What follows belongs to an exercise in optimizing a design on an open flow for small area; a production flow would make more cautious choices.
Function was checked by simulation only, so behaviour that the tests miss may differ from the original.
Power and IR drop assume default switching activity.

## P
==> flow/design.v (excerpt) <==
module lh8_sched_port (
    input  wire        clk,
    input  wire        rst,
    input  wire        tick,         
    input  wire        slot,         
    input  wire [7:0]  q_valid,      
    input  wire [7:0]  q_more,       
    input  wire [7:0]  cls_ok,       
    input  wire [55:0] hd_vlen,      
    input  wire [7:0]  hd_first,     
    input  wire [7:0]  hd_last,      
    input  wire        cfg_we,
    input  wire [1:0]  cfg_addr,     
    input  wire [31:0] cfg_wdata,
    input  wire        rd_en,
    input  wire [3:0]  rd_sel,
    output wire        deq_valid,
    output wire [2:0]  deq_tc,
    output reg         apply_ack,
    output reg         apply_bad,
    output reg  [31:0] rd_data
);
    reg        sc_en, sc_tokrst, sc_unit;
    reg [17:0] sc_rate;
    reg [7:0]  sb_ovh;
    reg [15:0] sb_burst;
    reg [31:0] dwrr_w;
    wire [31:0] stg_cfg   = {sc_en, sc_tokrst, sc_unit, 11'd0, sc_rate};
    wire [31:0] stg_burst = {sb_ovh, 8'd0, sb_burst};
    wire       wr_apply = cfg_we && (cfg_addr == 2'd2);
    wire [3:0] ap_idx   = cfg_wdata[3:0];
    wire       rate_le;     
    lh8_add #(18) u_rle (.a(18'd200000), .b(~sc_rate), .ci(1'b1), .s(), .co(rate_le));
    wire       ap_ok    = (sc_rate != 18'd0) && rate_le &&
                          (ap_idx <= 4'd8) &&
                          !((ap_idx == 4'd6 || ap_idx == 4'd7) && sc_en);
    wire        wr_cfg   = cfg_we && (cfg_addr == 2'd0);
    wire        wr_burst = cfg_we && (cfg_addr == 2'd1);
    wire        wr_dwrr  = cfg_we && (cfg_addr == 2'd3);
    wire [20:0] cfg_d    = rst ? {3'b000, 18'd200000} :
                                 {cfg_wdata[31:29], cfg_wdata[17:0]};
    wire [23:0] burst_d  = rst ? {8'd0, 16'h0100} : {cfg_wdata[31:24], cfg_wdata[15:0]};
    wire [31:0] dwrr_d   = rst ? 32'h4020_1008 : cfg_wdata;
    always @(posedge clk) begin
        if (rst || wr_cfg)   {sc_en, sc_tokrst, sc_unit, sc_rate} <= cfg_d;
        if (rst || wr_burst) {sb_ovh, sb_burst} <= burst_d;
        if (rst || wr_dwrr)  dwrr_w <= dwrr_d;
    end
    always @(posedge clk) begin
        if (rst) begin
            apply_ack <= 1'b0;
            apply_bad <= 1'b0;
        end else begin
            apply_ack <= wr_apply;
            apply_bad <= wr_apply && !ap_ok;
        end
    end
  ...
Size: roughly 1100 flip-flops, roughly 180 I/O pins.
make LEC_CHECK=0 CAP_MARGIN=20 CORE_MARGIN=2 CORE_UTILIZATION=50 CTS_CLUSTER_DIAMETER=80 CTS_CLUSTER_SIZE=20 SLEW_MARGIN=20 finish   # period 36.0 ns
run.sh (not shown) runs the stock make flow with config.mk's settings and CLKGATE_MAP_FILE= SYNTH_SCRIPT=/design/flow/synth_recipe.tcl, a recipe that flattens the netlist after the stock synthesis.
What Q does differently from P at the input level:
Settings: CTS_CLUSTER_DIAMETER now 50, was 80; CTS_CLUSTER_SIZE now 30, was 20.
==> flow/flow/run.sh (new file) <==
#!/bin/bash
# The standard layout (standard.sh: standard synthesis, floorplan, place,
# CTS, route, finish), with one change: the buffer that placement puts on
# each input and output port is the smallest buffer cell, buf_1, instead of
# the cell buffer_ports picks on its own. make's full output goes to
# flow_make.log in this folder; ORFS's per-step logs are under orfs/logs/.
set -euo pipefail
bash standard.sh "BUFFER_PORTS_ARGS=-buffer_cell sky130_fd_sc_hd__buf_1" finish > flow_make.log 2>&1
==> flow/standard.sh (new file) <==
#!/bin/bash
# synth_recipe.tcl (not shown) runs the flow's synth.tcl, then flattens the netlist and writes it again
# the make line also repeats each setting of config.mk as NAME=value (left out here)
make -C /OpenROAD-flow-scripts/flow DESIGN_CONFIG=/design/flow/config.mk WORK_HOME=/design/flow/orfs CLKGATE_MAP_FILE= SYNTH_SCRIPT=/design/flow/synth_recipe.tcl "${@:-finish}"
removed: flow/run.sh
==> comparison <==
Between P and Q, critical path depth is lower for Q, P comes in above that. For the sequential share of layout area, Q came in 0.85 points lower than P did. Comparing P and Q, the lower met3 demand-to-capacity share in global routing is on Q. Taking P as the reference, in Q clock period minus worst slack higher; worst setup timing slack at the placement stage lower; non-clock buffer instance count of the final layout lower.
Relative to Q, the following input files were edited for R:
Settings: CORE_UTILIZATION changed from 50 to 40; CTS_CLUSTER_SIZE removed (was 30); CTS_CLUSTER_DIAMETER removed (was 50).
==> flow/run.sh (new file) <==
#!/bin/bash
# synth_recipe.tcl (not shown) runs the flow's synth.tcl, then flattens the netlist and writes it again
# the make line also repeats each setting of config.mk as NAME=value (left out here)
make -C /OpenROAD-flow-scripts/flow DESIGN_CONFIG=/design/flow/config.mk WORK_HOME=/design/flow/orfs CLKGATE_MAP_FILE= SYNTH_SCRIPT=/design/flow/synth_recipe.tcl finish
removed: flow/flow/run.sh
removed: flow/standard.sh
Higher met2 wirelength from detailed routing among R and Q: R. Area taken by multi-input logic gates of R is on par with Q. [compare] base=Q new=R: growth of design area from synthesis to finish increased 2.3 points; core area shows an increase of 24%; critical path depth went up by 1. Worst hold slack delta (Q -> R): insignificant. Diff Q -> R | non-clock buffer count | up by a few percent.
The inputs of S differ from those of R as listed below.
Settings: setting CTS_CLUSTER_SIZE to 40 for the first time; changing CORE_UTILIZATION from 40 to 50; setting CTS_CLUSTER_DIAMETER to 60 for the first time.
==> comparison <==
Taking R as the reference, in S worst setup slack rose 0.027 ns; maximum VDD drop dropped 0.0073 mV; count of clock-net buffers in the final layout shows a reduction of about 18%; routed wire length fell by 14000 um.

========
lh8_sched_port, a different RTL version from the one above (not shown whole).
Size in the first run: ~5,100 cells after synthesis, roughly 1,100 flip-flops, ~180 I/O pins, roughly 0.058 mm^2 of cells after synthesis.
// lh8_sched_port
module lh8_sched_port (
    input  wire        clk,
    input  wire        rst,
    input  wire        tick,         
    input  wire        slot,         
    input  wire [7:0]  q_valid,      
    input  wire [7:0]  q_more,       
    input  wire [7:0]  cls_ok,       
    input  wire [55:0] hd_vlen,      
    input  wire [7:0]  hd_first,     
    input  wire [7:0]  hd_last,      
    input  wire        cfg_we,
    input  wire [1:0]  cfg_addr,     
    input  wire [31:0] cfg_wdata,
    input  wire        rd_en,
    input  wire [3:0]  rd_sel,
    output wire        deq_valid,
    output wire [2:0]  deq_tc,
    output reg         apply_ack,
    output reg         apply_bad,
    output reg  [31:0] rd_data
);
clock: 36.0 ns
lec_check: 0
cap_margin: 20
core_margin: 2
core_utilization: 50
cts_cluster_diameter: 80
cts_cluster_size: 20
slew_margin: 20
standard.sh (not shown) runs the stock make flow with config.mk's settings and CLKGATE_MAP_FILE= SYNTH_SCRIPT=/design/flow/synth_recipe.tcl, a recipe that flattens the netlist after the stock synthesis.
==> flow/flow/run.sh <==
#!/bin/bash
# The standard layout (standard.sh: standard synthesis, floorplan, place,
# CTS, route, finish), with one change: the buffer that placement puts on
# each input and output port is the smallest buffer cell, buf_1, instead of
# the cell buffer_ports picks on its own. make's full output goes to
# flow_make.log in this folder; ORFS's per-step logs are under orfs/logs/.
set -euo pipefail
bash standard.sh "BUFFER_PORTS_ARGS=-buffer_cell sky130_fd_sc_hd__buf_1" finish > flow_make.log 2>&1
The baseline completed without violations.
==> next run, changes <==
CTS_CLUSTER_DIAMETER = 100   (was 80)
CTS_CLUSTER_SIZE = 28   (was 20)
=> The changed run passed the timing, DRC and antenna checks; utilization went down by 0.42 points; wire length is about the same; worst hold slack is better by 0.0085 ns; non-clock buffer count is lower by 2; worst setup slack improved by 0.14 ns; first-iteration DRC count drops by 2.8%; clock-buffer cell count is lower by 29; cell count goes down by 0.44%; global-route usage is lower by 0.16 points; combinational power is about the same; fmax went up by about 0.43%.

========
== old ==
lh8_sched_port, a different RTL version from the one above (not shown whole).
For scale: ~6600 cells after synthesis, ~1100 flip-flops, about 180 I/O pins, about 0.063 sq mm of cells after synthesis.
==> flow/design.v (excerpt) <==
module lh8_sched_port (
    input  wire        clk,
    input  wire        rst,
    input  wire        tick,         
    input  wire        slot,         
    input  wire [7:0]  q_valid,      
    input  wire [7:0]  q_more,       
    input  wire [7:0]  cls_ok,       
    input  wire [55:0] hd_vlen,      
    input  wire [7:0]  hd_first,     
    input  wire [7:0]  hd_last,      
    input  wire        cfg_we,
    input  wire [1:0]  cfg_addr,     
    input  wire [31:0] cfg_wdata,
    input  wire        rd_en,
    input  wire [3:0]  rd_sel,
    output wire        deq_valid,
    output wire [2:0]  deq_tc,
    output reg         apply_ack,
    output reg         apply_bad,
    output reg  [31:0] rd_data
);
    reg        sc_en, sc_tokrst, sc_unit;
    reg [17:0] sc_rate;
    reg [7:0]  sb_ovh;
    reg [15:0] sb_burst;
    reg [31:0] dwrr_w;
    wire [31:0] stg_cfg   = {sc_en, sc_tokrst, sc_unit, 11'd0, sc_rate};
    wire [31:0] stg_burst = {sb_ovh, 8'd0, sb_burst};
    wire       wr_apply = cfg_we && (cfg_addr == 2'd2);
    wire [3:0] ap_idx   = cfg_wdata[3:0];
    wire       rate_le;     
    lh8_add #(18) u_rle (.a(18'd200000), .b(~sc_rate), .ci(1'b1), .s(), .co(rate_le));
    wire       ap_ok    = (sc_rate != 18'd0) && rate_le &&
                          (ap_idx <= 4'd8) &&
                          !((ap_idx == 4'd6 || ap_idx == 4'd7) && sc_en);
    always @(posedge clk) begin
        if (rst) begin
            sc_en     <= 1'b0;
            sc_tokrst <= 1'b0;
            sc_unit   <= 1'b0;
            sc_rate   <= 18'd200000;
            sb_ovh    <= 8'd0;
  ...
==> flow/config.mk <==
export PLATFORM = sky130hd
export DESIGN_NAME = lh8_sched_port
export DESIGN_NICKNAME = lh8_sched_port
export VERILOG_FILES = /design/flow/design.v
export SDC_FILE = /design/flow/constraint.sdc
export NUM_CORES = 4
export LEC_CHECK = 0
export CAP_MARGIN = 20
export CORE_MARGIN = 2
export CORE_UTILIZATION = 40
export SLEW_MARGIN = 20
==> flow/constraint.sdc <==
create_clock -name core_clock -period 36.0 [get_ports {clk}]
set_input_delay 7.2000 -clock core_clock [delete_from_list [all_inputs] [get_ports {clk}]]
set_output_delay 7.2000 -clock core_clock [all_outputs]
set_load 0.01 [all_outputs]
run.sh (not shown) runs the stock make flow with config.mk's settings and CLKGATE_MAP_FILE= SYNTH_SCRIPT=/design/flow/synth_recipe.tcl, a recipe that flattens the netlist after the stock synthesis.
Stock flow here: none of the scripts above is used.
### old -> new
Settings: ABC_AREA newly set to 1; CAP_MARGIN changed from 20 to 0; CTS_BUF_LIST newly set to sky130_fd_sc_hd__clkbuf_4; CORE_UTILIZATION changed from 40 to 65; CTS_CLUSTER_SIZE newly set to 40; SLEW_MARGIN changed from 20 to 0.
## What came out
- new had finished all stages when the layout checks came back failing, citing capacitance limit, slew limit.
- The net switching power in new is 1.3 times that in old.
- Relative to old, number of detailed-route iterations in the first pass decreased by 1 in new.
- In the flow results for new and old, the weighted congestion at the end of routability-driven global placement is larger on old.
- Of the two values seen for termination of the worst setup path, g_sh[1].u_sh.trl[5] was produced by new and g_sh[8].u_sh.trh[1] by old.
- Met1 global-route usage (new over old): increase, 14 points
- Taking old as the reference point, the number of rows created at floorplan of new falls by 31.
- Post-layout instance area for new is lower than for old.
- [compare] base=old new=new: starting density of the core rose 25 points, combinational group share of total power up 12 points.

========
RTL: one of the versions met above, not the one the previous note started from.
Size: roughly 180 I/O pins, roughly 0.058 sq mm of cells after synthesis.
==> flow/config.mk <==
export PLATFORM = sky130hd
export DESIGN_NAME = lh8_sched_port
export DESIGN_NICKNAME = lh8_sched_port
export VERILOG_FILES = /design/flow/design.v
export SDC_FILE = /design/flow/constraint.sdc
export NUM_CORES = 4
export LEC_CHECK = 0
export CAP_MARGIN = 20
export CORE_MARGIN = 2
export CORE_UTILIZATION = 50
export CTS_CLUSTER_DIAMETER = 100
export CTS_CLUSTER_SIZE = 24
export SLEW_MARGIN = 20
==> flow/constraint.sdc <==
create_clock -name core_clock -period 36.0 [get_ports {clk}]
set_input_delay 7.2000 -clock core_clock [delete_from_list [all_inputs] [get_ports {clk}]]
set_output_delay 7.2000 -clock core_clock [all_outputs]
set_load 0.01 [all_outputs]
standard.sh (not shown) runs the stock make flow with config.mk's settings and CLKGATE_MAP_FILE= SYNTH_SCRIPT=/design/flow/synth_recipe.tcl, a recipe that flattens the netlist after the stock synthesis.
Scripts as last shown in full above: flow/flow/run.sh
The starting point ran to the end with no violations.
Then changed:
CORE_UTILIZATION = 55   (was 50)
CTS_CLUSTER_SIZE = 22   (was 24)
=> Power goes up by 1.4%. Combinational power is about the same. Worst hold slack got worse by 0.0074 ns. Cell area is about the same.

-- what the ideal ports hide --
The flow's constraints put no driver on any port. The routed layouts listed below were extracted and timed again, unchanged, in two steps. Step 1: set_driving_cell puts a clkbuf_16 on clk and a buf_2 on each other input, an assumption about the parent block. Step 2 also shifts input and output timing later by t, the mid clock arrival at the registers, as if the neighbouring blocks saw the same clock. Slacks: ideal ports / drivers / drivers and shift; pairs: ideal ports / drivers.
run | t (ns) | slack for setup (ns) | worst setup path at the end | worst slew at a driven data input, ns
P | 0.784 | 4.453 / 4.505 / 3.721 | input to register | 0.18
Q | 0.863 | 4.002 / 4.057 / 3.194 | input to register | 0.10
R | 0.846 | 4.535 / 4.585 / 3.739 | input to register | 0.06
S | 0.816 | 4.562 / 4.610 / 3.794 | input to register | 0.17
the first run of note 2 | 0.756 | 3.971 / 4.028 / 3.272 | input to register | 0.09
the second run of note 2 | 0.803 | 4.109 / 4.165 / 3.362 | input to register | 0.09
old | 0.850 | 7.729 / 7.753 / 6.903 | input to register | 0.12
new | 1.297 | 8.567 / 8.400 / 7.103 | input to register | 0.24
the first run of note 4 | 0.805 | 4.060 / 4.116 / 3.311 | input to register | 0.09
the second run of note 4 | 0.813 | 4.037 / 4.103 / 3.290 | input to register | 0.18
The setup slack of new, which loses most, moves by -0.167 ns with the drivers and by -1.464 ns with both steps.
